This is an optimization exercise on Yosys and OpenROAD, whose aim is small area, not a production implementation.
Function was checked by simulation only, so behaviour that the tests miss may differ from the original.

==> v9 <==
==> flow/design.v <==
module eave_curve (
    input  wire         clk,
    input  wire         rst,         
    input  wire         tick,        
    input  wire [15:0]  i_ma,        
    input  wire         open_sw,     
    input  wire [1:0]   cool,        
    input  wire [255:0] mult,        
    input  wire [15:0]  iref,        
    input  wire [3:0]   acc_sel,     
    output reg          valid,       
    output reg          trip,
    output reg  [3:0]   point,
    output reg  [15:0]  over,        
    output wire [28:0]  acc_rd       
);
    function [28:0] tmax;
        input [3:0] k;
        begin
            case (k)
                4'd0:  tmax = 29'd10       * 29'd32;
                4'd1:  tmax = 29'd25       * 29'd32;
                4'd2:  tmax = 29'd63       * 29'd32;
                4'd3:  tmax = 29'd158      * 29'd32;
                4'd4:  tmax = 29'd398      * 29'd32;
                4'd5:  tmax = 29'd1000     * 29'd32;
                4'd6:  tmax = 29'd2512     * 29'd32;
                4'd7:  tmax = 29'd6310     * 29'd32;
                4'd8:  tmax = 29'd15849    * 29'd32;
                4'd9:  tmax = 29'd39811    * 29'd32;
                4'd10: tmax = 29'd100000   * 29'd32;
                4'd11: tmax = 29'd251189   * 29'd32;
                4'd12: tmax = 29'd630957   * 29'd32;
                4'd13: tmax = 29'd1584893  * 29'd32;
                4'd14: tmax = 29'd3981072  * 29'd32;
                default: tmax = 29'd10000000 * 29'd32;
            endcase
        end
    endfunction
    function integer rlen;
        input integer b;
        begin
            if (b <= 17)      rlen = 16;
            else if (b <= 22) rlen = 8;
            else if (b <= 25) rlen = 4;
            else if (b <= 26) rlen = 2;
            else              rlen = 1;
        end
    endfunction
    function bmask;
        input integer b;
        input [3:0] k;
        begin
            if (b <= 17)      bmask = 1'b1;
            else if (b <= 22) bmask = k[3];
            else if (b <= 25) bmask = &k[3:2];
            else if (b <= 26) bmask = &k[3:1];
            else              bmask = &k;
        end
    endfunction
    reg  [3:0]  ph;          
    reg         clr;         
    reg         act;         
    reg  [3:0]  cnt;         
    reg         wt;          
    reg  [15:0] i_q;
    reg         open_q;
    reg  [3:0]  sel_q;
    wire [3:0]  kc   = ~ph;                  
    wire        last = act & (cnt == 4'd15);
    wire [3:0]  psel = ph + sel_q;
    wire        algn = (psel[2:0] == 3'd0);
    always @(posedge clk) begin
        if (rst) begin
            ph    <= 4'd0;
            clr   <= 1'b1;
            act   <= 1'b0;
            wt    <= 1'b0;
            valid <= 1'b0;
        end else begin
            ph    <= ph + 4'd1;
            if (ph == 4'd15) clr <= 1'b0;
            act   <= tick | (act & ~last);
            wt    <= (last | wt) & ~algn;
            valid <= (last | wt) & algn;
        end
        cnt <= tick ? 4'd0 : cnt + 4'd1;
        if (tick) begin
            i_q    <= i_ma;
            open_q <= open_sw;
            sel_q  <= acc_sel;
        end
    end
    wire [28:0] head;
    wire [28:0] nw;
    wire        wr = act | clr | rst;
    wire [28:0] tap_a;       
    wire [28:0] tap_b;       
    genvar b;
    generate
        for (b = 0; b < 29; b = b + 1) begin : g_ring
            localparam integer L = rlen(b);
            reg  [L-1:0] r;
            wire in = (wr & bmask(b, kc)) ? nw[b] : r[L-1];
            assign head[b] = r[L-1] & bmask(b, kc);
            if (L == 1) begin : g1
                always @(posedge clk) r <= in;
                assign tap_a[b] = r[0] & bmask(b, sel_q);
                assign tap_b[b] = r[0] & bmask(b, sel_q);
            end else begin : gn
                always @(posedge clk) r <= {r[L-2:0], in};
                assign tap_a[b] = r[1] & bmask(b, sel_q);
                if (L == 16) begin : g16
                    assign tap_b[b] = r[9];
                end else begin : gs
                    assign tap_b[b] = r[1] & bmask(b, sel_q);
                end
            end
        end
    endgenerate
    assign acc_rd = psel[3] ? tap_b : tap_a;
    wire [15:0] m_k  = mult[16*kc +: 16];
    wire [31:0] prod = m_k * iref;
    wire        ov   = {i_q, 12'd0} > prod;
    reg  [5:0] cool_amt;
    always @* begin
        case (cool)
            2'd0: cool_amt = 6'd32;
            2'd1: cool_amt = 6'd16;
            2'd2: cool_amt = 6'd4;
            default: cool_amt = 6'd1;
        endcase
    end
    wire [28:0] t_k  = tmax(kc);
    wire [28:0] up   = head + 29'd32;
    wire        sat  = up >= t_k;
    wire        gtc  = head > {23'd0, cool_amt};
    wire [28:0] dn   = head - {23'd0, cool_amt};
    wire        kill = open_q | clr | rst;
    assign nw = kill ? 29'd0 :
                ov   ? (sat ? t_k : up) :
                       (gtc ? dn : 29'd0);
    wire hit = act & ~open_q & ov & sat;
    always @(posedge clk) begin
        if (tick) begin
            trip  <= 1'b0;
            point <= 4'd0;
        end else if (hit & (~trip | (kc < point))) begin
            trip  <= 1'b1;
            point <= kc;
        end
        if (act) over[kc] <= ov & ~open_q;
    end
endmodule
==> flow/run.sh <==
#!/bin/bash
# synth_recipe.tcl (not shown) runs the flow's synth.tcl, then flattens the netlist and writes it again
# the make line also repeats each setting of config.mk as NAME=value (left out here)
make -C /OpenROAD-flow-scripts/flow DESIGN_CONFIG=/design/flow/config.mk WORK_HOME=/design/flow/orfs CLKGATE_MAP_FILE= SYNTH_SCRIPT=/design/flow/synth_recipe.tcl finish
==> flow/config.mk <==
export PLATFORM = sky130hd
export DESIGN_NAME = eave_curve
export DESIGN_NICKNAME = eave_curve
export VERILOG_FILES = /design/flow/design.v
export SDC_FILE = /design/flow/constraint.sdc
export NUM_CORES = 4
export LEC_CHECK = 0
export CAP_MARGIN = 20
export CORE_MARGIN = 2
export CORE_UTILIZATION = 40
export SLEW_MARGIN = 20
==> flow/constraint.sdc <==
create_clock -name core_clock -period 20.0 [get_ports {clk}]
set_input_delay 4.0000 -clock core_clock [delete_from_list [all_inputs] [get_ports {clk}]]
set_output_delay 4.0000 -clock core_clock [all_outputs]
set_load 0.01 [all_outputs]
==> inputs of v18, as changes to v9 <==
==> flow/design.v (replaced) <==
module eave_curve (
    input  wire         clk,
    input  wire         rst,         
    input  wire         tick,        
    input  wire [15:0]  i_ma,        
    input  wire         open_sw,     
    input  wire [1:0]   cool,        
    input  wire [255:0] mult,        
    input  wire [15:0]  iref,        
    input  wire [3:0]   acc_sel,     
    output reg          valid,       
    output reg          trip,
    output reg  [3:0]   point,
    output reg  [15:0]  over,        
    output reg  [28:0]  acc_rd       
);
    function [28:0] tmax;
        input [3:0] k;
        begin
            case (k)
                4'd0:  tmax = 29'd10       * 29'd32;
                4'd1:  tmax = 29'd25       * 29'd32;
                4'd2:  tmax = 29'd63       * 29'd32;
                4'd3:  tmax = 29'd158      * 29'd32;
                4'd4:  tmax = 29'd398      * 29'd32;
                4'd5:  tmax = 29'd1000     * 29'd32;
                4'd6:  tmax = 29'd2512     * 29'd32;
                4'd7:  tmax = 29'd6310     * 29'd32;
                4'd8:  tmax = 29'd15849    * 29'd32;
                4'd9:  tmax = 29'd39811    * 29'd32;
                4'd10: tmax = 29'd100000   * 29'd32;
                4'd11: tmax = 29'd251189   * 29'd32;
                4'd12: tmax = 29'd630957   * 29'd32;
                4'd13: tmax = 29'd1584893  * 29'd32;
                4'd14: tmax = 29'd3981072  * 29'd32;
                default: tmax = 29'd10000000 * 29'd32;
            endcase
        end
    endfunction
    reg  [5:0] cool_amt;
    always @* begin
        case (cool)
            2'd0: cool_amt = 6'd32;
            2'd1: cool_amt = 6'd16;
            2'd2: cool_amt = 6'd4;
            default: cool_amt = 6'd1;
        endcase
    end
    reg  [28:0] acc [0:15];
    reg  [28:0] acc_n [0:15];
    reg  [15:0] ov_n;
    reg  [15:0] hit_n;
    integer k;
    always @* begin
        for (k = 0; k < 16; k = k + 1) begin
            ov_n[k] = {16'd0, i_ma} > ((mult[16*k +: 16] * {16'd0, iref}) >> 12);
            if (ov_n[k])
                acc_n[k] = (acc[k] + 29'd32 > tmax(k)) ? tmax(k) : acc[k] + 29'd32;
            else
                acc_n[k] = (acc[k] > {23'd0, cool_amt}) ? acc[k] - {23'd0, cool_amt} : 29'd0;
            hit_n[k] = (acc_n[k] >= tmax(k));
        end
    end
    reg  [3:0] first_hit;
    integer j;
    always @* begin
        first_hit = 4'd0;
        for (j = 15; j >= 0; j = j - 1)
            if (hit_n[j]) first_hit = j[3:0];
    end
    integer m;
    always @(posedge clk) begin
        if (rst) begin
            for (m = 0; m < 16; m = m + 1) acc[m] <= 29'd0;
            valid <= 1'b0;
            trip  <= 1'b0;
            point <= 4'd0;
            over  <= 16'd0;
            acc_rd <= 29'd0;
        end else begin
            valid <= 1'b0;
            if (tick) begin
                valid <= 1'b1;
                if (open_sw) begin
                    for (m = 0; m < 16; m = m + 1) acc[m] <= 29'd0;
                    trip  <= 1'b0;
                    point <= 4'd0;
                    over  <= 16'd0;
                    acc_rd <= 29'd0;
                end else begin
                    for (m = 0; m < 16; m = m + 1) acc[m] <= acc_n[m];
                    trip  <= |hit_n;
                    point <= first_hit;
                    over  <= ov_n;
                    acc_rd <= acc_n[acc_sel];
                end
            end
        end
    end
endmodule
==> summary of the runs <==
Clock skew: v18 is higher than v9 (0.044 ns).
Against v18, the register-to-register slack of v9 is worse by 5.6 ns.
In v9 the hold slack is worse than in v18, by 0.16 ns.
Critical path depth: v9 is lower than v18 (9).
In first-iteration DRC count, v18 is at 14 times the value of v9.

-- separate check: timing with driven ports --
In the flow no input, the clock included, has a driving cell. The finished layouts below were timed again as built, in two steps. Step 1, drivers: a clkbuf_16 drives clk and a buf_2 each remaining input, both assumed. Step 2, shift: input delay + t, output delay - t, t = (earliest + latest rising clock arrival at the registers) / 2. This alone moves slack from input paths to output paths. Slacks: ideal / step 1 / step 2; pairs: ideal / step 1.
| run | shift t [ns] | setup slack, ns | slew at the worst register clock pin (ns) |
|---|---|---|---|
| v9 | 0.579 | 5.303 / 5.299 / 4.720 | 0.07 / 0.07 |
| v18 | 0.784 | 4.160 / 4.187 / 3.402 | 0.07 / 0.07 |
After both steps every run listed still meets setup and hold. For v18, which loses most, drivers alone change the setup slack by +0.027 ns; drivers and shift together by -0.758 ns.
